This is an optimization exercise on Yosys and OpenROAD, whose aim is small area, a short achievable clock period and few clock cycles per item, not a production implementation. No functional check of the RTL was part of any run shown here.

==> flow/design.v <==
module flow_hash (
    input  wire         clk,
    input  wire         rst,
    input  wire [63:0]  hash_key0,
    input  wire [63:0]  hash_key1,
    input  wire [4:0]   bucket_bits,
    input  wire         in_valid,
    output wire         in_ready,
    input  wire         in_ipv6,
    input  wire         in_sym,
    input  wire [7:0]   in_proto,
    input  wire [15:0]  in_zone,
    input  wire [15:0]  in_sport,
    input  wire [15:0]  in_dport,
    input  wire [127:0] in_saddr,
    input  wire [127:0] in_daddr,
    output wire         out_valid,
    input  wire         out_ready,
    output wire [63:0]  out_hash,
    output wire [3:0]   out_shard,
    output wire [21:0]  out_bucket,
    output wire [15:0]  out_group,
    output wire         out_key_swap
);
    reg          busy;            
    reg  [3:0]   cnt;             
    reg          ipv6;
    reg          key_swap;
    reg          seen;            
    reg          swap_pre;        
    reg  [63:0]  v0, v1, v2, v3;
    reg  [63:0]  s0;              
    reg  [63:0]  s1, s2, s3, s4;  
    reg  [63:0]  mw;              
    reg          res_full;
    reg  [63:0]  res_hash;
    reg          res_swap;
    reg  [4:0]   bb;
    wire [127:0] sa = in_ipv6 ? in_saddr : {96'd0, in_saddr[31:0]};
    wire [127:0] da = in_ipv6 ? in_daddr : {96'd0, in_daddr[31:0]};
    wire src_gt = (sa > da) || ((sa == da) && (in_sport > in_dport));
    wire swap   = swap_pre;
    wire [15:0]  kp_s = swap ? in_dport : in_sport;
    wire [15:0]  kp_d = swap ? in_sport : in_dport;
    wire [63:0] m0_new;
    wire [63:0] sa_hi, sa_lo, da_hi, da_lo;
    byte_rev64 u_m0 (.d({in_ipv6 ? 8'h06 : 8'h04, in_proto, in_zone, kp_s, kp_d}), .q(m0_new));
    byte_rev64 u_s1 (.d(in_saddr[127:64]), .q(sa_hi));
    byte_rev64 u_s2 (.d(in_saddr[63:0]),   .q(sa_lo));
    byte_rev64 u_s3 (.d(in_daddr[127:64]), .q(da_hi));
    byte_rev64 u_s4 (.d(in_daddr[63:0]),   .q(da_lo));
    wire [3:0]  last_cnt = ipv6 ? 4'd15 : 4'd9;
    wire [3:0]  fin_cnt  = ipv6 ? 4'd12 : 4'd6;
    wire        odd_comp = cnt[0] && (cnt < fin_cnt);   
    wire        pre_fin  = cnt == fin_cnt - 4'd1;       
    wire        last     = busy && (cnt == last_cnt);
    wire [2:0]  nw = cnt[3:1] + 3'd1;
    reg  [63:0] m_next;
    always @(*) begin
        m_next = 64'd0;
        if (ipv6) begin
            case (nw)
            3'd1: m_next = key_swap ? s3 : s1;
            3'd2: m_next = key_swap ? s4 : s2;
            3'd3: m_next = key_swap ? s1 : s3;
            3'd4: m_next = key_swap ? s2 : s4;
            3'd5: m_next = {8'd40, 56'd0};
            default: m_next = 64'd0;
            endcase
        end else begin
            case (nw)
            3'd1: m_next = key_swap ? {s2[63:32], s4[63:32]} : {s4[63:32], s2[63:32]};
            3'd2: m_next = {8'd16, 56'd0};
            default: m_next = 64'd0;
            endcase
        end
    end
    wire [63:0] n0, n1, n2, n3, nh;
    sip_round u_round (
        .v0_i(v0), .v1_i(v1), .v2_i(v2), .v3_i(v3),
        .v0_o(n0), .v1_o(n1), .v2_o(n2), .v3_o(n3), .h_o(nh)
    );
    wire   finish  = last && !res_full;
    assign in_ready = seen && (!busy || finish);
    wire   accept  = in_valid && in_ready;
    wire   init    = !busy || last;
    always @(posedge clk) begin
        if (init) begin
            v0 <= hash_key0 ^ 64'h736f6d6570736575;
            v1 <= hash_key1 ^ 64'h646f72616e646f6d;
            v2 <= hash_key0 ^ 64'h6c7967656e657261;
            v3 <= hash_key1 ^ 64'h7465646279746573 ^ (in_ready ? m0_new : s0);
            cnt <= 4'd0;
        end else begin
            v0 <= odd_comp ? n0 ^ mw : n0;
            v1 <= n1;
            v2 <= pre_fin ? n2 ^ 64'hff : n2;
            v3 <= odd_comp ? n3 ^ m_next : n3;
            cnt <= cnt + 4'd1;
        end
        if (in_ready) begin
            s0 <= m0_new;
            s1 <= sa_hi;
            s2 <= sa_lo;
            s3 <= da_hi;
            s4 <= da_lo;
            ipv6 <= in_ipv6;
            key_swap <= swap;
        end
        if (in_ready)
            mw <= m0_new;
        else if (last)
            mw <= s0;
        else if (cnt[0])
            mw <= m_next;
        if (finish) begin
            res_hash <= nh;
            res_swap <= key_swap;
        end
        swap_pre <= in_sym && src_gt;
        bb <= bucket_bits;
        if (rst) begin
            busy <= 1'b0;
            res_full <= 1'b0;
            seen <= 1'b0;
        end else begin
            seen <= in_valid && !accept;
            if (!busy || finish)
                busy <= accept;
            if (finish)
                res_full <= 1'b1;
            else if (out_ready)
                res_full <= 1'b0;
        end
    end
    wire [21:0] bucket_mask = (bb >= 5'd22) ? 22'h3fffff
                                            : ((22'd1 << bb) - 22'd1);
    assign out_valid    = res_full;
    assign out_hash     = res_hash;
    assign out_shard    = res_hash[63:60];
    assign out_bucket   = res_hash[21:0] & bucket_mask;
    assign out_group    = out_bucket[15:0];
    assign out_key_swap = res_swap;
endmodule
module sip_round (
    input  wire [63:0] v0_i,
    input  wire [63:0] v1_i,
    input  wire [63:0] v2_i,
    input  wire [63:0] v3_i,
    output wire [63:0] v0_o,
    output wire [63:0] v1_o,
    output wire [63:0] v2_o,
    output wire [63:0] v3_o,
    output wire [63:0] h_o
);
    wire [63:0] a0, a2, b0, b2;
    add64 u_a0 (.a(v0_i), .b(v1_i), .s(a0));
    wire [63:0] a1 = {v1_i[50:0], v1_i[63:51]} ^ a0;       
    wire [63:0] a0r = {a0[31:0], a0[63:32]};                
    add64 u_a2 (.a(v2_i), .b(v3_i), .s(a2));
    wire [63:0] a3 = {v3_i[47:0], v3_i[63:48]} ^ a2;        
    add64 u_b0 (.a(a0r), .b(a3), .s(b0));
    wire [63:0] b3 = {a3[42:0], a3[63:43]} ^ b0;            
    add64 u_b2 (.a(a2), .b(a1), .s(b2));
    wire [63:0] b1 = {a1[46:0], a1[63:47]} ^ b2;            
    assign v0_o = b0;
    assign v1_o = b1;
    assign v2_o = {b2[31:0], b2[63:32]};                   
    assign v3_o = b3;
    assign h_o  = {a1[46:0], a1[63:47]} ^ {a3[42:0], a3[63:43]} ^ b2 ^ {b2[31:0], b2[63:32]};
endmodule
module add64 (
    input  wire [63:0] a,
    input  wire [63:0] b,
    output wire [63:0] s
);
    wire [63:0] g0, p0;
    add64_pg u_pg (.a(a), .b(b), .g(g0), .p(p0));
    wire [31:0] g1;
    wire [30:0] q1;
    add64_l0 u_l0 (.gi({g0[63], g0[61], g0[59], g0[57], g0[55], g0[53], g0[51], g0[49], g0[47], g0[45], g0[43], g0[41], g0[39], g0[37], g0[35], g0[33], g0[31], g0[29], g0[27], g0[25], g0[23], g0[21], g0[19], g0[17], g0[15], g0[13], g0[11], g0[9], g0[7], g0[5], g0[3], g0[1]}), .pi({p0[63], p0[61], p0[59], p0[57], p0[55], p0[53], p0[51], p0[49], p0[47], p0[45], p0[43], p0[41], p0[39], p0[37], p0[35], p0[33], p0[31], p0[29], p0[27], p0[25], p0[23], p0[21], p0[19], p0[17], p0[15], p0[13], p0[11], p0[9], p0[7], p0[5], p0[3], p0[1]}), .gj({g0[62], g0[60], g0[58], g0[56], g0[54], g0[52], g0[50], g0[48], g0[46], g0[44], g0[42], g0[40], g0[38], g0[36], g0[34], g0[32], g0[30], g0[28], g0[26], g0[24], g0[22], g0[20], g0[18], g0[16], g0[14], g0[12], g0[10], g0[8], g0[6], g0[4], g0[2], g0[0]}), .go(g1), .pa({p0[63], p0[61], p0[59], p0[57], p0[55], p0[53], p0[51], p0[49], p0[47], p0[45], p0[43], p0[41], p0[39], p0[37], p0[35], p0[33], p0[31], p0[29], p0[27], p0[25], p0[23], p0[21], p0[19], p0[17], p0[15], p0[13], p0[11], p0[9], p0[7], p0[5], p0[3]}), .pb({p0[62], p0[60], p0[58], p0[56], p0[54], p0[52], p0[50], p0[48], p0[46], p0[44], p0[42], p0[40], p0[38], p0[36], p0[34], p0[32], p0[30], p0[28], p0[26], p0[24], p0[22], p0[20], p0[18], p0[16], p0[14], p0[12], p0[10], p0[8], p0[6], p0[4], p0[2]}), .po(q1));
    wire [30:0] g2;
    wire [29:0] q2;
    add64_l1 u_l1 (.gi({g1[31], g1[30], g1[29], g1[28], g1[27], g1[26], g1[25], g1[24], g1[23], g1[22], g1[21], g1[20], g1[19], g1[18], g1[17], g1[16], g1[15], g1[14], g1[13], g1[12], g1[11], g1[10], g1[9], g1[8], g1[7], g1[6], g1[5], g1[4], g1[3], g1[2], g1[1]}), .pi({q1[30], q1[29], q1[28], q1[27], q1[26], q1[25], q1[24], q1[23], q1[22], q1[21], q1[20], q1[19], q1[18], q1[17], q1[16], q1[15], q1[14], q1[13], q1[12], q1[11], q1[10], q1[9], q1[8], q1[7], q1[6], q1[5], q1[4], q1[3], q1[2], q1[1], q1[0]}), .gj({g1[30], g1[29], g1[28], g1[27], g1[26], g1[25], g1[24], g1[23], g1[22], g1[21], g1[20], g1[19], g1[18], g1[17], g1[16], g1[15], g1[14], g1[13], g1[12], g1[11], g1[10], g1[9], g1[8], g1[7], g1[6], g1[5], g1[4], g1[3], g1[2], g1[1], g1[0]}), .go(g2), .pa({q1[30], q1[29], q1[28], q1[27], q1[26], q1[25], q1[24], q1[23], q1[22], q1[21], q1[20], q1[19], q1[18], q1[17], q1[16], q1[15], q1[14], q1[13], q1[12], q1[11], q1[10], q1[9], q1[8], q1[7], q1[6], q1[5], q1[4], q1[3], q1[2], q1[1]}), .pb({q1[29], q1[28], q1[27], q1[26], q1[25], q1[24], q1[23], q1[22], q1[21], q1[20], q1[19], q1[18], q1[17], q1[16], q1[15], q1[14], q1[13], q1[12], q1[11], q1[10], q1[9], q1[8], q1[7], q1[6], q1[5], q1[4], q1[3], q1[2], q1[1], q1[0]}), .po(q2));
    wire [29:0] g3;
    wire [27:0] q3;
    add64_l2 u_l2 (.gi({g2[30], g2[29], g2[28], g2[27], g2[26], g2[25], g2[24], g2[23], g2[22], g2[21], g2[20], g2[19], g2[18], g2[17], g2[16], g2[15], g2[14], g2[13], g2[12], g2[11], g2[10], g2[9], g2[8], g2[7], g2[6], g2[5], g2[4], g2[3], g2[2], g2[1]}), .pi({q2[29], q2[28], q2[27], q2[26], q2[25], q2[24], q2[23], q2[22], q2[21], q2[20], q2[19], q2[18], q2[17], q2[16], q2[15], q2[14], q2[13], q2[12], q2[11], q2[10], q2[9], q2[8], q2[7], q2[6], q2[5], q2[4], q2[3], q2[2], q2[1], q2[0]}), .gj({g2[28], g2[27], g2[26], g2[25], g2[24], g2[23], g2[22], g2[21], g2[20], g2[19], g2[18], g2[17], g2[16], g2[15], g2[14], g2[13], g2[12], g2[11], g2[10], g2[9], g2[8], g2[7], g2[6], g2[5], g2[4], g2[3], g2[2], g2[1], g2[0], g1[0]}), .go(g3), .pa({q2[29], q2[28], q2[27], q2[26], q2[25], q2[24], q2[23], q2[22], q2[21], q2[20], q2[19], q2[18], q2[17], q2[16], q2[15], q2[14], q2[13], q2[12], q2[11], q2[10], q2[9], q2[8], q2[7], q2[6], q2[5], q2[4], q2[3], q2[2]}), .pb({q2[27], q2[26], q2[25], q2[24], q2[23], q2[22], q2[21], q2[20], q2[19], q2[18], q2[17], q2[16], q2[15], q2[14], q2[13], q2[12], q2[11], q2[10], q2[9], q2[8], q2[7], q2[6], q2[5], q2[4], q2[3], q2[2], q2[1], q2[0]}), .po(q3));
    wire [27:0] g4;
    wire [23:0] q4;
    add64_l3 u_l3 (.gi({g3[29], g3[28], g3[27], g3[26], g3[25], g3[24], g3[23], g3[22], g3[21], g3[20], g3[19], g3[18], g3[17], g3[16], g3[15], g3[14], g3[13], g3[12], g3[11], g3[10], g3[9], g3[8], g3[7], g3[6], g3[5], g3[4], g3[3], g3[2]}), .pi({q3[27], q3[26], q3[25], q3[24], q3[23], q3[22], q3[21], q3[20], q3[19], q3[18], q3[17], q3[16], q3[15], q3[14], q3[13], q3[12], q3[11], q3[10], q3[9], q3[8], q3[7], q3[6], q3[5], q3[4], q3[3], q3[2], q3[1], q3[0]}), .gj({g3[25], g3[24], g3[23], g3[22], g3[21], g3[20], g3[19], g3[18], g3[17], g3[16], g3[15], g3[14], g3[13], g3[12], g3[11], g3[10], g3[9], g3[8], g3[7], g3[6], g3[5], g3[4], g3[3], g3[2], g3[1], g3[0], g2[0], g1[0]}), .go(g4), .pa({q3[27], q3[26], q3[25], q3[24], q3[23], q3[22], q3[21], q3[20], q3[19], q3[18], q3[17], q3[16], q3[15], q3[14], q3[13], q3[12], q3[11], q3[10], q3[9], q3[8], q3[7], q3[6], q3[5], q3[4]}), .pb({q3[23], q3[22], q3[21], q3[20], q3[19], q3[18], q3[17], q3[16], q3[15], q3[14], q3[13], q3[12], q3[11], q3[10], q3[9], q3[8], q3[7], q3[6], q3[5], q3[4], q3[3], q3[2], q3[1], q3[0]}), .po(q4));
    wire [23:0] g5;
    wire [15:0] q5;
    add64_l4 u_l4 (.gi({g4[27], g4[26], g4[25], g4[24], g4[23], g4[22], g4[21], g4[20], g4[19], g4[18], g4[17], g4[16], g4[15], g4[14], g4[13], g4[12], g4[11], g4[10], g4[9], g4[8], g4[7], g4[6], g4[5], g4[4]}), .pi({q4[23], q4[22], q4[21], q4[20], q4[19], q4[18], q4[17], q4[16], q4[15], q4[14], q4[13], q4[12], q4[11], q4[10], q4[9], q4[8], q4[7], q4[6], q4[5], q4[4], q4[3], q4[2], q4[1], q4[0]}), .gj({g4[19], g4[18], g4[17], g4[16], g4[15], g4[14], g4[13], g4[12], g4[11], g4[10], g4[9], g4[8], g4[7], g4[6], g4[5], g4[4], g4[3], g4[2], g4[1], g4[0], g3[1], g3[0], g2[0], g1[0]}), .go(g5), .pa({q4[23], q4[22], q4[21], q4[20], q4[19], q4[18], q4[17], q4[16], q4[15], q4[14], q4[13], q4[12], q4[11], q4[10], q4[9], q4[8]}), .pb({q4[15], q4[14], q4[13], q4[12], q4[11], q4[10], q4[9], q4[8], q4[7], q4[6], q4[5], q4[4], q4[3], q4[2], q4[1], q4[0]}), .po(q5));
    wire [15:0] g6;
    add64_l5 u_l5 (.gi({g5[23], g5[22], g5[21], g5[20], g5[19], g5[18], g5[17], g5[16], g5[15], g5[14], g5[13], g5[12], g5[11], g5[10], g5[9], g5[8]}), .pi({q5[15], q5[14], q5[13], q5[12], q5[11], q5[10], q5[9], q5[8], q5[7], q5[6], q5[5], q5[4], q5[3], q5[2], q5[1], q5[0]}), .gj({g5[7], g5[6], g5[5], g5[4], g5[3], g5[2], g5[1], g5[0], g4[3], g4[2], g4[1], g4[0], g3[1], g3[0], g2[0], g1[0]}), .go(g6));
    wire [30:0] g7;
    add64_l6 u_l6 (.gi({g0[62], g0[60], g0[58], g0[56], g0[54], g0[52], g0[50], g0[48], g0[46], g0[44], g0[42], g0[40], g0[38], g0[36], g0[34], g0[32], g0[30], g0[28], g0[26], g0[24], g0[22], g0[20], g0[18], g0[16], g0[14], g0[12], g0[10], g0[8], g0[6], g0[4], g0[2]}), .pi({p0[62], p0[60], p0[58], p0[56], p0[54], p0[52], p0[50], p0[48], p0[46], p0[44], p0[42], p0[40], p0[38], p0[36], p0[34], p0[32], p0[30], p0[28], p0[26], p0[24], p0[22], p0[20], p0[18], p0[16], p0[14], p0[12], p0[10], p0[8], p0[6], p0[4], p0[2]}), .gj({g6[14], g6[13], g6[12], g6[11], g6[10], g6[9], g6[8], g6[7], g6[6], g6[5], g6[4], g6[3], g6[2], g6[1], g6[0], g5[7], g5[6], g5[5], g5[4], g5[3], g5[2], g5[1], g5[0], g4[3], g4[2], g4[1], g4[0], g3[1], g3[0], g2[0], g1[0]}), .go(g7));
    add64_sum u_sum (.p(p0), .c({g7[30], g6[14], g7[29], g6[13], g7[28], g6[12], g7[27], g6[11], g7[26], g6[10], g7[25], g6[9], g7[24], g6[8], g7[23], g6[7], g7[22], g6[6], g7[21], g6[5], g7[20], g6[4], g7[19], g6[3], g7[18], g6[2], g7[17], g6[1], g7[16], g6[0], g7[15], g5[7], g7[14], g5[6], g7[13], g5[5], g7[12], g5[4], g7[11], g5[3], g7[10], g5[2], g7[9], g5[1], g7[8], g5[0], g7[7], g4[3], g7[6], g4[2], g7[5], g4[1], g7[4], g4[0], g7[3], g3[1], g7[2], g3[0], g7[1], g2[0], g7[0], g1[0], g0[0]}), .s(s));
endmodule
module add64_pg (
    input  wire [63:0] a,
    input  wire [63:0] b,
    output wire [63:0] g,
    output wire [63:0] p
);
    assign g = a & b;
    assign p = a ^ b;
endmodule
module add64_l0 (
    input  wire [31:0] gi,
    input  wire [31:0] pi,
    input  wire [31:0] gj,
    input  wire [30:0] pa,
    input  wire [30:0] pb,
    output wire [30:0] po,
    output wire [31:0] go
);
    assign go[0] = ~(gi[0] | (pi[0] & gj[0]));
    assign go[1] = ~(gi[1] | (pi[1] & gj[1]));
    assign go[2] = ~(gi[2] | (pi[2] & gj[2]));
    assign go[3] = ~(gi[3] | (pi[3] & gj[3]));
    assign go[4] = ~(gi[4] | (pi[4] & gj[4]));
    assign go[5] = ~(gi[5] | (pi[5] & gj[5]));
    assign go[6] = ~(gi[6] | (pi[6] & gj[6]));
    assign go[7] = ~(gi[7] | (pi[7] & gj[7]));
    assign go[8] = ~(gi[8] | (pi[8] & gj[8]));
    assign go[9] = ~(gi[9] | (pi[9] & gj[9]));
    assign go[10] = ~(gi[10] | (pi[10] & gj[10]));
    assign go[11] = ~(gi[11] | (pi[11] & gj[11]));
    assign go[12] = ~(gi[12] | (pi[12] & gj[12]));
    assign go[13] = ~(gi[13] | (pi[13] & gj[13]));
    assign go[14] = ~(gi[14] | (pi[14] & gj[14]));
    assign go[15] = ~(gi[15] | (pi[15] & gj[15]));
    assign go[16] = ~(gi[16] | (pi[16] & gj[16]));
    assign go[17] = ~(gi[17] | (pi[17] & gj[17]));
    assign go[18] = ~(gi[18] | (pi[18] & gj[18]));
    assign go[19] = ~(gi[19] | (pi[19] & gj[19]));
    assign go[20] = ~(gi[20] | (pi[20] & gj[20]));
    assign go[21] = ~(gi[21] | (pi[21] & gj[21]));
    assign go[22] = ~(gi[22] | (pi[22] & gj[22]));
    assign go[23] = ~(gi[23] | (pi[23] & gj[23]));
    assign go[24] = ~(gi[24] | (pi[24] & gj[24]));
    assign go[25] = ~(gi[25] | (pi[25] & gj[25]));
    assign go[26] = ~(gi[26] | (pi[26] & gj[26]));
    assign go[27] = ~(gi[27] | (pi[27] & gj[27]));
    assign go[28] = ~(gi[28] | (pi[28] & gj[28]));
    assign go[29] = ~(gi[29] | (pi[29] & gj[29]));
    assign go[30] = ~(gi[30] | (pi[30] & gj[30]));
    assign go[31] = ~(gi[31] | (pi[31] & gj[31]));
    assign po[0] = ~(pa[0] & pb[0]);
    assign po[1] = ~(pa[1] & pb[1]);
    assign po[2] = ~(pa[2] & pb[2]);
    assign po[3] = ~(pa[3] & pb[3]);
    assign po[4] = ~(pa[4] & pb[4]);
    assign po[5] = ~(pa[5] & pb[5]);
    assign po[6] = ~(pa[6] & pb[6]);
    assign po[7] = ~(pa[7] & pb[7]);
    assign po[8] = ~(pa[8] & pb[8]);
    assign po[9] = ~(pa[9] & pb[9]);
    assign po[10] = ~(pa[10] & pb[10]);
    assign po[11] = ~(pa[11] & pb[11]);
    assign po[12] = ~(pa[12] & pb[12]);
    assign po[13] = ~(pa[13] & pb[13]);
    assign po[14] = ~(pa[14] & pb[14]);
    assign po[15] = ~(pa[15] & pb[15]);
    assign po[16] = ~(pa[16] & pb[16]);
    assign po[17] = ~(pa[17] & pb[17]);
    assign po[18] = ~(pa[18] & pb[18]);
    assign po[19] = ~(pa[19] & pb[19]);
    assign po[20] = ~(pa[20] & pb[20]);
    assign po[21] = ~(pa[21] & pb[21]);
    assign po[22] = ~(pa[22] & pb[22]);
    assign po[23] = ~(pa[23] & pb[23]);
    assign po[24] = ~(pa[24] & pb[24]);
    assign po[25] = ~(pa[25] & pb[25]);
    assign po[26] = ~(pa[26] & pb[26]);
    assign po[27] = ~(pa[27] & pb[27]);
    assign po[28] = ~(pa[28] & pb[28]);
    assign po[29] = ~(pa[29] & pb[29]);
    assign po[30] = ~(pa[30] & pb[30]);
endmodule
module add64_l1 (
    input  wire [30:0] gi,
    input  wire [30:0] pi,
    input  wire [30:0] gj,
    input  wire [29:0] pa,
    input  wire [29:0] pb,
    output wire [29:0] po,
    output wire [30:0] go
);
    assign go[0] = (~gi[0] | (~pi[0] & ~gj[0]));
    assign go[1] = (~gi[1] | (~pi[1] & ~gj[1]));
    assign go[2] = (~gi[2] | (~pi[2] & ~gj[2]));
    assign go[3] = (~gi[3] | (~pi[3] & ~gj[3]));
    assign go[4] = (~gi[4] | (~pi[4] & ~gj[4]));
    assign go[5] = (~gi[5] | (~pi[5] & ~gj[5]));
    assign go[6] = (~gi[6] | (~pi[6] & ~gj[6]));
    assign go[7] = (~gi[7] | (~pi[7] & ~gj[7]));
    assign go[8] = (~gi[8] | (~pi[8] & ~gj[8]));
    assign go[9] = (~gi[9] | (~pi[9] & ~gj[9]));
    assign go[10] = (~gi[10] | (~pi[10] & ~gj[10]));
    assign go[11] = (~gi[11] | (~pi[11] & ~gj[11]));
    assign go[12] = (~gi[12] | (~pi[12] & ~gj[12]));
    assign go[13] = (~gi[13] | (~pi[13] & ~gj[13]));
    assign go[14] = (~gi[14] | (~pi[14] & ~gj[14]));
    assign go[15] = (~gi[15] | (~pi[15] & ~gj[15]));
    assign go[16] = (~gi[16] | (~pi[16] & ~gj[16]));
    assign go[17] = (~gi[17] | (~pi[17] & ~gj[17]));
    assign go[18] = (~gi[18] | (~pi[18] & ~gj[18]));
    assign go[19] = (~gi[19] | (~pi[19] & ~gj[19]));
    assign go[20] = (~gi[20] | (~pi[20] & ~gj[20]));
    assign go[21] = (~gi[21] | (~pi[21] & ~gj[21]));
    assign go[22] = (~gi[22] | (~pi[22] & ~gj[22]));
    assign go[23] = (~gi[23] | (~pi[23] & ~gj[23]));
    assign go[24] = (~gi[24] | (~pi[24] & ~gj[24]));
    assign go[25] = (~gi[25] | (~pi[25] & ~gj[25]));
    assign go[26] = (~gi[26] | (~pi[26] & ~gj[26]));
    assign go[27] = (~gi[27] | (~pi[27] & ~gj[27]));
    assign go[28] = (~gi[28] | (~pi[28] & ~gj[28]));
    assign go[29] = (~gi[29] | (~pi[29] & ~gj[29]));
    assign go[30] = (~gi[30] | (~pi[30] & ~gj[30]));
    assign po[0] = (~pa[0] & ~pb[0]);
    assign po[1] = (~pa[1] & ~pb[1]);
    assign po[2] = (~pa[2] & ~pb[2]);
    assign po[3] = (~pa[3] & ~pb[3]);
    assign po[4] = (~pa[4] & ~pb[4]);
    assign po[5] = (~pa[5] & ~pb[5]);
    assign po[6] = (~pa[6] & ~pb[6]);
    assign po[7] = (~pa[7] & ~pb[7]);
    assign po[8] = (~pa[8] & ~pb[8]);
    assign po[9] = (~pa[9] & ~pb[9]);
    assign po[10] = (~pa[10] & ~pb[10]);
    assign po[11] = (~pa[11] & ~pb[11]);
    assign po[12] = (~pa[12] & ~pb[12]);
    assign po[13] = (~pa[13] & ~pb[13]);
    assign po[14] = (~pa[14] & ~pb[14]);
    assign po[15] = (~pa[15] & ~pb[15]);
    assign po[16] = (~pa[16] & ~pb[16]);
    assign po[17] = (~pa[17] & ~pb[17]);
    assign po[18] = (~pa[18] & ~pb[18]);
    assign po[19] = (~pa[19] & ~pb[19]);
    assign po[20] = (~pa[20] & ~pb[20]);
    assign po[21] = (~pa[21] & ~pb[21]);
    assign po[22] = (~pa[22] & ~pb[22]);
    assign po[23] = (~pa[23] & ~pb[23]);
    assign po[24] = (~pa[24] & ~pb[24]);
    assign po[25] = (~pa[25] & ~pb[25]);
    assign po[26] = (~pa[26] & ~pb[26]);
    assign po[27] = (~pa[27] & ~pb[27]);
    assign po[28] = (~pa[28] & ~pb[28]);
    assign po[29] = (~pa[29] & ~pb[29]);
endmodule
module add64_l2 (
    input  wire [29:0] gi,
    input  wire [29:0] pi,
    input  wire [29:0] gj,
    input  wire [27:0] pa,
    input  wire [27:0] pb,
    output wire [27:0] po,
    output wire [29:0] go
);
    assign go[0] = ~(gi[0] | (pi[0] & ~gj[0]));
    assign go[1] = ~(gi[1] | (pi[1] & gj[1]));
    assign go[2] = ~(gi[2] | (pi[2] & gj[2]));
    assign go[3] = ~(gi[3] | (pi[3] & gj[3]));
    assign go[4] = ~(gi[4] | (pi[4] & gj[4]));
    assign go[5] = ~(gi[5] | (pi[5] & gj[5]));
    assign go[6] = ~(gi[6] | (pi[6] & gj[6]));
    assign go[7] = ~(gi[7] | (pi[7] & gj[7]));
    assign go[8] = ~(gi[8] | (pi[8] & gj[8]));
    assign go[9] = ~(gi[9] | (pi[9] & gj[9]));
    assign go[10] = ~(gi[10] | (pi[10] & gj[10]));
    assign go[11] = ~(gi[11] | (pi[11] & gj[11]));
    assign go[12] = ~(gi[12] | (pi[12] & gj[12]));
    assign go[13] = ~(gi[13] | (pi[13] & gj[13]));
    assign go[14] = ~(gi[14] | (pi[14] & gj[14]));
    assign go[15] = ~(gi[15] | (pi[15] & gj[15]));
    assign go[16] = ~(gi[16] | (pi[16] & gj[16]));
    assign go[17] = ~(gi[17] | (pi[17] & gj[17]));
    assign go[18] = ~(gi[18] | (pi[18] & gj[18]));
    assign go[19] = ~(gi[19] | (pi[19] & gj[19]));
    assign go[20] = ~(gi[20] | (pi[20] & gj[20]));
    assign go[21] = ~(gi[21] | (pi[21] & gj[21]));
    assign go[22] = ~(gi[22] | (pi[22] & gj[22]));
    assign go[23] = ~(gi[23] | (pi[23] & gj[23]));
    assign go[24] = ~(gi[24] | (pi[24] & gj[24]));
    assign go[25] = ~(gi[25] | (pi[25] & gj[25]));
    assign go[26] = ~(gi[26] | (pi[26] & gj[26]));
    assign go[27] = ~(gi[27] | (pi[27] & gj[27]));
    assign go[28] = ~(gi[28] | (pi[28] & gj[28]));
    assign go[29] = ~(gi[29] | (pi[29] & gj[29]));
    assign po[0] = ~(pa[0] & pb[0]);
    assign po[1] = ~(pa[1] & pb[1]);
    assign po[2] = ~(pa[2] & pb[2]);
    assign po[3] = ~(pa[3] & pb[3]);
    assign po[4] = ~(pa[4] & pb[4]);
    assign po[5] = ~(pa[5] & pb[5]);
    assign po[6] = ~(pa[6] & pb[6]);
    assign po[7] = ~(pa[7] & pb[7]);
    assign po[8] = ~(pa[8] & pb[8]);
    assign po[9] = ~(pa[9] & pb[9]);
    assign po[10] = ~(pa[10] & pb[10]);
    assign po[11] = ~(pa[11] & pb[11]);
    assign po[12] = ~(pa[12] & pb[12]);
    assign po[13] = ~(pa[13] & pb[13]);
    assign po[14] = ~(pa[14] & pb[14]);
    assign po[15] = ~(pa[15] & pb[15]);
    assign po[16] = ~(pa[16] & pb[16]);
    assign po[17] = ~(pa[17] & pb[17]);
    assign po[18] = ~(pa[18] & pb[18]);
    assign po[19] = ~(pa[19] & pb[19]);
    assign po[20] = ~(pa[20] & pb[20]);
    assign po[21] = ~(pa[21] & pb[21]);
    assign po[22] = ~(pa[22] & pb[22]);
    assign po[23] = ~(pa[23] & pb[23]);
    assign po[24] = ~(pa[24] & pb[24]);
    assign po[25] = ~(pa[25] & pb[25]);
    assign po[26] = ~(pa[26] & pb[26]);
    assign po[27] = ~(pa[27] & pb[27]);
endmodule
module add64_l3 (
    input  wire [27:0] gi,
    input  wire [27:0] pi,
    input  wire [27:0] gj,
    input  wire [23:0] pa,
    input  wire [23:0] pb,
    output wire [23:0] po,
    output wire [27:0] go
);
    assign go[0] = (~gi[0] | (~pi[0] & ~gj[0]));
    assign go[1] = (~gi[1] | (~pi[1] & gj[1]));
    assign go[2] = (~gi[2] | (~pi[2] & ~gj[2]));
    assign go[3] = (~gi[3] | (~pi[3] & ~gj[3]));
    assign go[4] = (~gi[4] | (~pi[4] & ~gj[4]));
    assign go[5] = (~gi[5] | (~pi[5] & ~gj[5]));
    assign go[6] = (~gi[6] | (~pi[6] & ~gj[6]));
    assign go[7] = (~gi[7] | (~pi[7] & ~gj[7]));
    assign go[8] = (~gi[8] | (~pi[8] & ~gj[8]));
    assign go[9] = (~gi[9] | (~pi[9] & ~gj[9]));
    assign go[10] = (~gi[10] | (~pi[10] & ~gj[10]));
    assign go[11] = (~gi[11] | (~pi[11] & ~gj[11]));
    assign go[12] = (~gi[12] | (~pi[12] & ~gj[12]));
    assign go[13] = (~gi[13] | (~pi[13] & ~gj[13]));
    assign go[14] = (~gi[14] | (~pi[14] & ~gj[14]));
    assign go[15] = (~gi[15] | (~pi[15] & ~gj[15]));
    assign go[16] = (~gi[16] | (~pi[16] & ~gj[16]));
    assign go[17] = (~gi[17] | (~pi[17] & ~gj[17]));
    assign go[18] = (~gi[18] | (~pi[18] & ~gj[18]));
    assign go[19] = (~gi[19] | (~pi[19] & ~gj[19]));
    assign go[20] = (~gi[20] | (~pi[20] & ~gj[20]));
    assign go[21] = (~gi[21] | (~pi[21] & ~gj[21]));
    assign go[22] = (~gi[22] | (~pi[22] & ~gj[22]));
    assign go[23] = (~gi[23] | (~pi[23] & ~gj[23]));
    assign go[24] = (~gi[24] | (~pi[24] & ~gj[24]));
    assign go[25] = (~gi[25] | (~pi[25] & ~gj[25]));
    assign go[26] = (~gi[26] | (~pi[26] & ~gj[26]));
    assign go[27] = (~gi[27] | (~pi[27] & ~gj[27]));
    assign po[0] = (~pa[0] & ~pb[0]);
    assign po[1] = (~pa[1] & ~pb[1]);
    assign po[2] = (~pa[2] & ~pb[2]);
    assign po[3] = (~pa[3] & ~pb[3]);
    assign po[4] = (~pa[4] & ~pb[4]);
    assign po[5] = (~pa[5] & ~pb[5]);
    assign po[6] = (~pa[6] & ~pb[6]);
    assign po[7] = (~pa[7] & ~pb[7]);
    assign po[8] = (~pa[8] & ~pb[8]);
    assign po[9] = (~pa[9] & ~pb[9]);
    assign po[10] = (~pa[10] & ~pb[10]);
    assign po[11] = (~pa[11] & ~pb[11]);
    assign po[12] = (~pa[12] & ~pb[12]);
    assign po[13] = (~pa[13] & ~pb[13]);
    assign po[14] = (~pa[14] & ~pb[14]);
    assign po[15] = (~pa[15] & ~pb[15]);
    assign po[16] = (~pa[16] & ~pb[16]);
    assign po[17] = (~pa[17] & ~pb[17]);
    assign po[18] = (~pa[18] & ~pb[18]);
    assign po[19] = (~pa[19] & ~pb[19]);
    assign po[20] = (~pa[20] & ~pb[20]);
    assign po[21] = (~pa[21] & ~pb[21]);
    assign po[22] = (~pa[22] & ~pb[22]);
    assign po[23] = (~pa[23] & ~pb[23]);
endmodule
module add64_l4 (
    input  wire [23:0] gi,
    input  wire [23:0] pi,
    input  wire [23:0] gj,
    input  wire [15:0] pa,
    input  wire [15:0] pb,
    output wire [15:0] po,
    output wire [23:0] go
);
    assign go[0] = ~(gi[0] | (pi[0] & ~gj[0]));
    assign go[1] = ~(gi[1] | (pi[1] & gj[1]));
    assign go[2] = ~(gi[2] | (pi[2] & ~gj[2]));
    assign go[3] = ~(gi[3] | (pi[3] & ~gj[3]));
    assign go[4] = ~(gi[4] | (pi[4] & gj[4]));
    assign go[5] = ~(gi[5] | (pi[5] & gj[5]));
    assign go[6] = ~(gi[6] | (pi[6] & gj[6]));
    assign go[7] = ~(gi[7] | (pi[7] & gj[7]));
    assign go[8] = ~(gi[8] | (pi[8] & gj[8]));
    assign go[9] = ~(gi[9] | (pi[9] & gj[9]));
    assign go[10] = ~(gi[10] | (pi[10] & gj[10]));
    assign go[11] = ~(gi[11] | (pi[11] & gj[11]));
    assign go[12] = ~(gi[12] | (pi[12] & gj[12]));
    assign go[13] = ~(gi[13] | (pi[13] & gj[13]));
    assign go[14] = ~(gi[14] | (pi[14] & gj[14]));
    assign go[15] = ~(gi[15] | (pi[15] & gj[15]));
    assign go[16] = ~(gi[16] | (pi[16] & gj[16]));
    assign go[17] = ~(gi[17] | (pi[17] & gj[17]));
    assign go[18] = ~(gi[18] | (pi[18] & gj[18]));
    assign go[19] = ~(gi[19] | (pi[19] & gj[19]));
    assign go[20] = ~(gi[20] | (pi[20] & gj[20]));
    assign go[21] = ~(gi[21] | (pi[21] & gj[21]));
    assign go[22] = ~(gi[22] | (pi[22] & gj[22]));
    assign go[23] = ~(gi[23] | (pi[23] & gj[23]));
    assign po[0] = ~(pa[0] & pb[0]);
    assign po[1] = ~(pa[1] & pb[1]);
    assign po[2] = ~(pa[2] & pb[2]);
    assign po[3] = ~(pa[3] & pb[3]);
    assign po[4] = ~(pa[4] & pb[4]);
    assign po[5] = ~(pa[5] & pb[5]);
    assign po[6] = ~(pa[6] & pb[6]);
    assign po[7] = ~(pa[7] & pb[7]);
    assign po[8] = ~(pa[8] & pb[8]);
    assign po[9] = ~(pa[9] & pb[9]);
    assign po[10] = ~(pa[10] & pb[10]);
    assign po[11] = ~(pa[11] & pb[11]);
    assign po[12] = ~(pa[12] & pb[12]);
    assign po[13] = ~(pa[13] & pb[13]);
    assign po[14] = ~(pa[14] & pb[14]);
    assign po[15] = ~(pa[15] & pb[15]);
endmodule
module add64_l5 (
    input  wire [15:0] gi,
    input  wire [15:0] pi,
    input  wire [15:0] gj,
    output wire [15:0] go
);
    assign go[0] = (~gi[0] | (~pi[0] & ~gj[0]));
    assign go[1] = (~gi[1] | (~pi[1] & gj[1]));
    assign go[2] = (~gi[2] | (~pi[2] & ~gj[2]));
    assign go[3] = (~gi[3] | (~pi[3] & ~gj[3]));
    assign go[4] = (~gi[4] | (~pi[4] & gj[4]));
    assign go[5] = (~gi[5] | (~pi[5] & gj[5]));
    assign go[6] = (~gi[6] | (~pi[6] & gj[6]));
    assign go[7] = (~gi[7] | (~pi[7] & gj[7]));
    assign go[8] = (~gi[8] | (~pi[8] & ~gj[8]));
    assign go[9] = (~gi[9] | (~pi[9] & ~gj[9]));
    assign go[10] = (~gi[10] | (~pi[10] & ~gj[10]));
    assign go[11] = (~gi[11] | (~pi[11] & ~gj[11]));
    assign go[12] = (~gi[12] | (~pi[12] & ~gj[12]));
    assign go[13] = (~gi[13] | (~pi[13] & ~gj[13]));
    assign go[14] = (~gi[14] | (~pi[14] & ~gj[14]));
    assign go[15] = (~gi[15] | (~pi[15] & ~gj[15]));
endmodule
module add64_l6 (
    input  wire [30:0] gi,
    input  wire [30:0] pi,
    input  wire [30:0] gj,
    output wire [30:0] go
);
    assign go[0] = ~(gi[0] | (pi[0] & ~gj[0]));
    assign go[1] = ~(gi[1] | (pi[1] & gj[1]));
    assign go[2] = ~(gi[2] | (pi[2] & ~gj[2]));
    assign go[3] = ~(gi[3] | (pi[3] & ~gj[3]));
    assign go[4] = ~(gi[4] | (pi[4] & gj[4]));
    assign go[5] = ~(gi[5] | (pi[5] & gj[5]));
    assign go[6] = ~(gi[6] | (pi[6] & gj[6]));
    assign go[7] = ~(gi[7] | (pi[7] & gj[7]));
    assign go[8] = ~(gi[8] | (pi[8] & ~gj[8]));
    assign go[9] = ~(gi[9] | (pi[9] & ~gj[9]));
    assign go[10] = ~(gi[10] | (pi[10] & ~gj[10]));
    assign go[11] = ~(gi[11] | (pi[11] & ~gj[11]));
    assign go[12] = ~(gi[12] | (pi[12] & ~gj[12]));
    assign go[13] = ~(gi[13] | (pi[13] & ~gj[13]));
    assign go[14] = ~(gi[14] | (pi[14] & ~gj[14]));
    assign go[15] = ~(gi[15] | (pi[15] & ~gj[15]));
    assign go[16] = ~(gi[16] | (pi[16] & gj[16]));
    assign go[17] = ~(gi[17] | (pi[17] & gj[17]));
    assign go[18] = ~(gi[18] | (pi[18] & gj[18]));
    assign go[19] = ~(gi[19] | (pi[19] & gj[19]));
    assign go[20] = ~(gi[20] | (pi[20] & gj[20]));
    assign go[21] = ~(gi[21] | (pi[21] & gj[21]));
    assign go[22] = ~(gi[22] | (pi[22] & gj[22]));
    assign go[23] = ~(gi[23] | (pi[23] & gj[23]));
    assign go[24] = ~(gi[24] | (pi[24] & gj[24]));
    assign go[25] = ~(gi[25] | (pi[25] & gj[25]));
    assign go[26] = ~(gi[26] | (pi[26] & gj[26]));
    assign go[27] = ~(gi[27] | (pi[27] & gj[27]));
    assign go[28] = ~(gi[28] | (pi[28] & gj[28]));
    assign go[29] = ~(gi[29] | (pi[29] & gj[29]));
    assign go[30] = ~(gi[30] | (pi[30] & gj[30]));
endmodule
module add64_sum (
    input  wire [63:0] p,
    input  wire [62:0] c,
    output wire [63:0] s
);
    assign s[0] = p[0];
    assign s[1] = p[1] ^ c[0];
    assign s[2] = p[2] ^ ~c[1];
    assign s[3] = p[3] ^ ~c[2];
    assign s[4] = p[4] ^ c[3];
    assign s[5] = p[5] ^ ~c[4];
    assign s[6] = p[6] ^ ~c[5];
    assign s[7] = p[7] ^ ~c[6];
    assign s[8] = p[8] ^ ~c[7];
    assign s[9] = p[9] ^ ~c[8];
    assign s[10] = p[10] ^ c[9];
    assign s[11] = p[11] ^ ~c[10];
    assign s[12] = p[12] ^ c[11];
    assign s[13] = p[13] ^ ~c[12];
    assign s[14] = p[14] ^ c[13];
    assign s[15] = p[15] ^ ~c[14];
    assign s[16] = p[16] ^ c[15];
    assign s[17] = p[17] ^ ~c[16];
    assign s[18] = p[18] ^ ~c[17];
    assign s[19] = p[19] ^ ~c[18];
    assign s[20] = p[20] ^ ~c[19];
    assign s[21] = p[21] ^ ~c[20];
    assign s[22] = p[22] ^ ~c[21];
    assign s[23] = p[23] ^ ~c[22];
    assign s[24] = p[24] ^ ~c[23];
    assign s[25] = p[25] ^ ~c[24];
    assign s[26] = p[26] ^ ~c[25];
    assign s[27] = p[27] ^ ~c[26];
    assign s[28] = p[28] ^ ~c[27];
    assign s[29] = p[29] ^ ~c[28];
    assign s[30] = p[30] ^ ~c[29];
    assign s[31] = p[31] ^ ~c[30];
    assign s[32] = p[32] ^ ~c[31];
    assign s[33] = p[33] ^ ~c[32];
    assign s[34] = p[34] ^ c[33];
    assign s[35] = p[35] ^ ~c[34];
    assign s[36] = p[36] ^ c[35];
    assign s[37] = p[37] ^ ~c[36];
    assign s[38] = p[38] ^ c[37];
    assign s[39] = p[39] ^ ~c[38];
    assign s[40] = p[40] ^ c[39];
    assign s[41] = p[41] ^ ~c[40];
    assign s[42] = p[42] ^ c[41];
    assign s[43] = p[43] ^ ~c[42];
    assign s[44] = p[44] ^ c[43];
    assign s[45] = p[45] ^ ~c[44];
    assign s[46] = p[46] ^ c[45];
    assign s[47] = p[47] ^ ~c[46];
    assign s[48] = p[48] ^ c[47];
    assign s[49] = p[49] ^ ~c[48];
    assign s[50] = p[50] ^ c[49];
    assign s[51] = p[51] ^ ~c[50];
    assign s[52] = p[52] ^ c[51];
    assign s[53] = p[53] ^ ~c[52];
    assign s[54] = p[54] ^ c[53];
    assign s[55] = p[55] ^ ~c[54];
    assign s[56] = p[56] ^ c[55];
    assign s[57] = p[57] ^ ~c[56];
    assign s[58] = p[58] ^ c[57];
    assign s[59] = p[59] ^ ~c[58];
    assign s[60] = p[60] ^ c[59];
    assign s[61] = p[61] ^ ~c[60];
    assign s[62] = p[62] ^ c[61];
    assign s[63] = p[63] ^ ~c[62];
endmodule
module byte_rev64 (
    input  wire [63:0] d,
    output wire [63:0] q
);
    assign q = {d[7:0], d[15:8], d[23:16], d[31:24],
                d[39:32], d[47:40], d[55:48], d[63:56]};
endmodule
==> flow/run.sh <==
#!/bin/bash
# synth_recipe.tcl (not shown) runs the flow's synth.tcl, then flattens the netlist and writes it again
# the make line also repeats each setting of config.mk as NAME=value (left out here)
make -C /OpenROAD-flow-scripts/flow DESIGN_CONFIG=/design/flow/config.mk WORK_HOME=/design/flow/orfs CLKGATE_MAP_FILE= SYNTH_SCRIPT=/design/flow/synth_recipe.tcl finish
==> flow/config.mk <==
export PLATFORM = sky130hd
export DESIGN_NAME = flow_hash
export DESIGN_NICKNAME = flow_hash
export VERILOG_FILES = /design/flow/design.v
export SDC_FILE = /design/flow/constraint.sdc
export NUM_CORES = 4
export LEC_CHECK = 0
export CAP_MARGIN = 20
export CORE_MARGIN = 2
export CORE_UTILIZATION = 40
export SETUP_SLACK_MARGIN = 5
export SLEW_MARGIN = 20
export SYNTH_HIERARCHICAL = 1
export SYNTH_MINIMUM_KEEP_SIZE = 0
==> flow/constraint.sdc <==
create_clock -name core_clock -period 11.0 [get_ports {clk}]
set_input_delay 2.2000 -clock core_clock [delete_from_list [all_inputs] [get_ports {clk}]]
set_output_delay 2.2000 -clock core_clock [all_outputs]
set_load 0.01 [all_outputs]
==> results.txt, run 1 <==
- Post-Place Cell Area: 58130 µm²
- Vias in the first global route: 42802
- Layout area overhead: 23.33%
- Root buffer cell: clkbuf_16
- Fin Setup TNS: 0 ns
- Vias per cell: 5.775
- RSZ-0062 raised after global routing: true
- Clk latency of the worst-skew pair: a little over 0.7 ns
- Die Y: 367.7 µm
- Initial antenna violation count: 39
- Buffer and inverter count on the worst path: 1
- Sequential cell area: 18330 µm²
- Die footprint: 135200 µm²
- Ports: 560
- Non-Filler Instances: 7862
- Syn avg cell area: approximately 9.3 µm²
- Crit path top cell by count: nand2_1
- Critical Path, Cell by Cell: ha_1 > nand2_2 > nor2_2 > nand2_1 > nor2_1 > nand2_1 > o21ai_2 > a21oi_2 > xnor2_4 > xnor2_4 > inv_1 > ha_1 > nand2_1 > nor2_1 > nand2_1 > nor2_1 > nand2_1 > o21ai_2 > xor2_1 > xor2_1 > o21ai_0
- Largest net degree at the start of global routing: 152
- Clk sinks: 720
- Peak Freq: 163.0 MHz
- CTS tree: built
- Placed cells: 7579
- Htree depth: 3
- Layout fillers: 12249
- Final period utilization: 0.5577
- CP top delay family: simple AND/OR/NAND/NOR gates
- CP required: 11.52 ns
- Final WL: 285600 µm
- Critical Path Sink Type: flop
- DRC viols: 0
- PortBufs: 559
- Worst Clk Skew: approximately 0.033 ns
- Final Hold Fails: 0
- CTS Buf Count: 90
- Run status: complete, no violations
- Max_slew headroom: 0.1371
- Cell Rows: 133
- Worst reg-to-reg setup slack: between 4 and 5 ns
- Final Util: 0.4965
- Total gr overflow: 0
- First DRT Iteration DRCs: 5541
- Synth Warn #: 7
- Clock-pin slew of the registers on the worst-case setup and hold paths: roughly 0.060 ns
- Initial Util: 0.4026
- Kind of critical path: reg -> reg
- Via count: ~45000
- HP Class: reg -> reg
- Overall Global Routing Usage: 0.4098
- Critical Path Start Type: flop
- Pre-Repair DR Iteration Count: 6
- Core Area: about 130000 µm²
- Die W: 367.7 µm
- Design area: about 65000 µm²
- Min Tclk post-route: around 6.1 ns
- Fraction of layout cells with a size suffix above 1: 0.1924
- Nets: ~6900
- Place WS: 3.681 ns
- Cells after synthesis: ~5700
- Max Transition Viols Final: 0
- Clock buffer depth: 3
- Area of the multi-input gates: approximately 34000 µm²
- Worst Slack Setup Final: 4.865 ns
- Dpl hpwl: 242600 µm
- Max incr delay on CP: 0.47 ns
- Antenna viol nets, final: 0
- First-pass GRT wire length: between 300000 and 400000 µm
- Post-Syn Area: 52920 µm²
- Fin Hold WS: 0.4892 ns
- Worst-path fanout max: 3
- Post-DR wirelength/cell: about 36 µm
- Max-Cap Viols: 0
- Routability congestion estimate: ~1.1
- Worst endpoint data arrival time: 6.65 ns
- Worst slew pin tran: 1.288 ns
- Setup violators final: 0
- Crit-path slowest cell: ha_1
-- layout make-up --
cell class,instances,share of cell area
Tap cell,1755,0.03364
Multi-Input combinational cell,4210,0.5150
Clock inverter,39,0.006518
Sequential cell,720,0.2808
Clock buffer,130,0.03869
Timing Repair inverter,1,0.0001342
Timing Repair Buffer,726,0.1089
Inverter,271,0.01597
Antenna cell,10,0.0003834
-- registers in the layout, indices dropped and copies added, names as in the netlist, 64 cells and up --
name	cells
v1	64
v3	64
s2	64
s3	64
s4	64
mw	64
v0	64
s0	64
s1	64
v2	64
res_hash	64
-- worst paths after layout --
kind	from	endpoint	cells after the start
worst max register to register	v3[13]	v0[44]	21
worst max-delay path	v3[13]	v0[44]	21
worst min-delay path	res_full	res_full	2
worst min register to register	res_full	res_full	2
-- cells in the final DEF, fill, tap and decap left out, drive strengths merged, types with 8 or more instances in the layout --
master           n
a21boi          21
a21o            31
a21oi          629
a221oi          12
a22oi           24
a31oi           68
a32o            17
and2           102
buf            168
clkbuf         130
clkdlybuf4s50  558
clkinv          25
dfxtp          333
diode           10
edfxtp         387
ha             404
inv            274
mux2           102
mux2i           46
mux4            34
nand2          830
nand3           11
nand4           27
nor2           442
nor2b           29
nor3            13
nor4             9
o21a             8
o21ai          448
o22a            29
xnor2          543
xnor3           64
xor2           200
-- worst reg2reg max path, delay by kind of cell (launching register included) --
family,cells,cell delay (ns)
simple gates,10,2.04
compound gates,4,1.08
fa+ha+maj,2,0.88
flops,1,0.40
xor+xnor,4,1.46
buf+inv,1,0.10
-- metal layers --
layer,track usage,share of wire,routed length (µm)
met1,0.5230,0.40,113700
met2,0.6534,0.45,127600
met3,0.06525,0.079,22610
met4,0.2464,0.076,21610
met5,0,0.00044,126
-- what timing repair did --
action,4_1_cts,5_1_grt
pin swaps,56,46
cloned,1,0
endpoints found under the setup margin,256,125
setup buffers,58,45
resized for setup,340,208
hold buffers,0,0
==> run 2, diff against run 1 <==
--- a/flow/design.v
+++ b/flow/design.v
@@ -30,7 +30,7 @@
     reg          swap_pre;        
     reg  [63:0]  v0, v1, v2, v3;
-    reg  [63:0]  s0;              
     reg  [63:0]  s1, s2, s3, s4;  
     reg  [63:0]  mw;              
+    reg          pend;
     reg          res_full;
     reg  [63:0]  res_hash;
@@ -82,5 +82,7 @@
     );
     wire   finish  = last && !res_full;
-    assign in_ready = seen && (!busy || finish);
+    wire   park    = last && res_full;
+    wire   unpark  = pend && !res_full;
+    assign in_ready = seen && !pend && (!busy || finish);
     wire   accept  = in_valid && in_ready;
     wire   init    = !busy || last;
@@ -90,5 +92,5 @@
             v1 <= hash_key1 ^ 64'h646f72616e646f6d;
             v2 <= hash_key0 ^ 64'h6c7967656e657261;
-            v3 <= hash_key1 ^ 64'h7465646279746573 ^ (in_ready ? m0_new : s0);
+            v3 <= hash_key1 ^ 64'h7465646279746573 ^ m0_new;
             cnt <= 4'd0;
         end else begin
@@ -100,5 +102,4 @@
         end
         if (in_ready) begin
-            s0 <= m0_new;
             s1 <= sa_hi;
             s2 <= sa_lo;
@@ -108,13 +109,16 @@
             key_swap <= swap;
         end
-        if (in_ready)
+        if (park)
+            mw <= nh;
+        else if (in_ready)
             mw <= m0_new;
-        else if (last)
-            mw <= s0;
-        else if (cnt[0])
+        else if (busy && cnt[0])
             mw <= m_next;
         if (finish) begin
             res_hash <= nh;
             res_swap <= key_swap;
+        end else if (unpark) begin
+            res_hash <= mw;
+            res_swap <= key_swap;
         end
         swap_pre <= in_sym && src_gt;
@@ -124,9 +128,14 @@
             res_full <= 1'b0;
             seen <= 1'b0;
+            pend <= 1'b0;
         end else begin
             seen <= in_valid && !accept;
-            if (!busy || finish)
+            if (!busy || last)
                 busy <= accept;
-            if (finish)
+            if (park)
+                pend <= 1'b1;
+            else if (unpark)
+                pend <= 1'b0;
+            if (finish || unpark)
                 res_full <= 1'b1;
             else if (out_ready)
==> flow/flow/run.sh (new file) <==
#!/bin/bash
bash standard.sh SETUP_SLACK_MARGIN=6 finish > standard.log 2>&1
==> flow/standard.sh (new file) <==
#!/bin/bash
# synth_recipe.tcl (not shown) runs the flow's synth.tcl, then flattens the netlist and writes it again
# the make line also repeats each setting of config.mk as NAME=value (left out here)
make -C /OpenROAD-flow-scripts/flow DESIGN_CONFIG=/design/flow/config.mk WORK_HOME=/design/flow/orfs CLKGATE_MAP_FILE= SYNTH_SCRIPT=/design/flow/synth_recipe.tcl "${@:-finish}"
--- a/flow/config.mk
+++ b/flow/config.mk
@@ -8,5 +8,5 @@
 export CAP_MARGIN = 20
 export CORE_MARGIN = 2
-export CORE_UTILIZATION = 40
+export CORE_UTILIZATION = 60
 export SETUP_SLACK_MARGIN = 5
 export SLEW_MARGIN = 20
removed: flow/run.sh
==> run 2 against run 1 <==
Compared with the run above: the run now fails in global routing (5_1_grt); area after synthesis shrank 2.2%; synthesized cell count is essentially flat.
==> results.txt, run 2 <==
- Overall Global Routing Usage: 0.7782
- Largest net degree at the start of global routing: 143
- CTS hold repair buffers: 0 (unchanged)
- PortBufs: 559 (unchanged)
- Die W: 297.7 µm (-19%)
- Clock buffer depth: 3 (unchanged)
- Worst End Pin Type: register data pin
- Ports: 560 (unchanged)
- CTS Buf Count: 75 (-17%)
- Htree depth: 3 (unchanged)
- Run status: aborted with a tool error
- Syn avg cell area: 9.056 µm² (-2.3%)
- Dpl hpwl: 209900 µm (-13%)
- Root buffer cell: clkbuf_16
- Stop err: [ERROR GRT-0232] Routing congestion too high. Check the congestion heatmap in the GUI.
- Routability congestion estimate: 1.209 (+14%)
- Exit stage: global routing (5_1_grt)
- Cell Rows: 107 (-20%)
- Initial Util: 0.6069 (+0.2043)
- Post-Syn Area: 51760 µm² (-2.2%)
- Cells after synthesis: 5715 (+0.070%)
- Clk sinks: 657 (-8.8%)
- Worst endpoint, post-GRT repair: res_hash[43]$_DFFE_PP_/D
- Synth Warn #: 7 (unchanged)
- Die Y: 297.7 µm (-19%)
- Total gr overflow: 142
==> run 2: per-layer routing <==
layer  overflow  global-route usage
met1          0              0.7537
met2         69              0.9556
met3          1              0.6064
met4         72              0.8526
met5          0              0.2679
==> run 2: timing repair <==
item | in CTS
resized for setup | 1560
buffers inserted | 346
setup endpoints to repair | 459
gates cloned | 5
pin swaps | 430
==> run 2: worst min-delay path by stage <==
stage                   from        to  cells after the start
floorplan           key_swap  res_swap                      0
CTS                   cnt[0]    cnt[0]                      1
detailed placement    cnt[0]    cnt[0]                      1
global placement      cnt[0]    cnt[0]                      1
==> run 2: through the flow <==
stage	hold WS [ns]	setup slack, ns	std cells	cell area, µm²
after CTS	0.5503	5.876	7443	69980
after detailed placement	0.5404	3.612	6952	55950
after global placement	0.4792	3.683	6952	55930
after floorplan	0.4277	4.383	5720	51820
==> run 3, diff against run 2 <==
==> flow/flow/run.sh (replaced) <==
#!/bin/bash
bash standard.sh SETUP_SLACK_MARGIN=7 finish > standard.log 2>&1
==> run 3 against run 2 <==
Compared with the run above: the flow again stops in global routing (5_1_grt); area after synthesis is the same; synthesized cell count is the same.
==> results.txt, run 3 <==
- CTS hold repair buffers: 0 (unchanged)
- Htree depth: 3 (unchanged)
- Die W: 297.7 µm (unchanged)
- Vias in the first global route: 70068
- Clk sinks: 657 (unchanged)
- Post-Place Cell Area: 58450 µm² (+4.5%)
- Run status: aborted with a tool error
- Dpl hpwl: 212200 µm (+1.1%)
- Cells after synthesis: 5715 (unchanged)
- CTS Buf Count: 78 (+4.0%)
- Post-Syn Area: 51760 µm² (unchanged)
- First-pass GRT wire length: 586400 µm
- Ports: 560 (unchanged)
- PortBufs: 559 (unchanged)
- Initial Util: 0.6069 (unchanged)
- Stop err: [ERROR GRT-0116] Global routing finished with congestion. Check the congestion regions in the DRC Viewer.
- Die Y: 297.7 µm (unchanged)
- Routability congestion estimate: 1.189 (-1.6%)
- Clock buffer depth: 3 (unchanged)
- Exit stage: global routing (5_1_grt)
- Cell Rows: 107 (unchanged)
- Largest net degree at the start of global routing: 126
- Root buffer cell: clkbuf_16
- Overall Global Routing Usage: 0.8957
- Synth Warn #: 7 (unchanged)
- Total gr overflow: 2870
- Syn avg cell area: 9.056 µm² (unchanged)
-- run 3: worst max path at each step --
stage | end | slack [ns] | cells after the start
global placement | res_hash[49] | 4.08 | 21
floorplan | in_ready | 4.38 | 10
detailed placement | res_hash[49] | 4.21 | 21
CTS | res_hash[63] | 5.72 | 25
-- run 3: routing by layer --
layer / overflow / GRT usage
met1: 49 / 0.8639
met2: 1985 / 1.071
met3: 54 / 0.7485
met4: 771 / 0.9354
met5: 11 / 0.4665
-- run 3: what timing repair did --
action,4_1_cts
setup endpoints to repair,687
pin swaps,698
gates cloned,12
buffers inserted,554
resized for setup,2325
-- run 3: per-stage QoR --
| stage | std cells | utilization | hold WS (ns) | worst slack (ns) |
|---|---|---|---|---|
| 2_1_floorplan | 5720 | - | 0.4277 | 4.383 |
| 3_3_place_gp | 6955 | 0.6854 | 0.4886 | 4.076 |
| 3_5_place_dp | 6955 | 0.6854 | 0.5140 | 4.210 |
| 4_1_cts | 7667 | 0.9099 | 0.5446 | 5.724 |

-- what the ideal ports hide --
The flow's constraints put no driver on any port. The routed layout listed below was extracted and timed again, unchanged, in two steps. Step 1: set_driving_cell puts a clkbuf_16 on clk and a buf_2 on each other input, an assumption about the parent block. Step 2 adds t to the input delays and takes it off the output delays; t is the mean of the earliest and latest rising clock arrival at the registers after step 1. Input paths then give back, and output paths get back, about the clock's delay inside the block. a / b / c = ideal ports / drivers / drivers and shift; a / b = the first two.
run: run 1
t, ns: 0.790
setup WS [ns]: 4.865 / 4.865 / 4.735
worst setup path after step 2: input to register
pins driven straight from the clock port: 1
After both steps setup and hold are still met in run 1. The setup slack of run 1 moves by 0.000 ns with the drivers and by -0.130 ns with both steps.
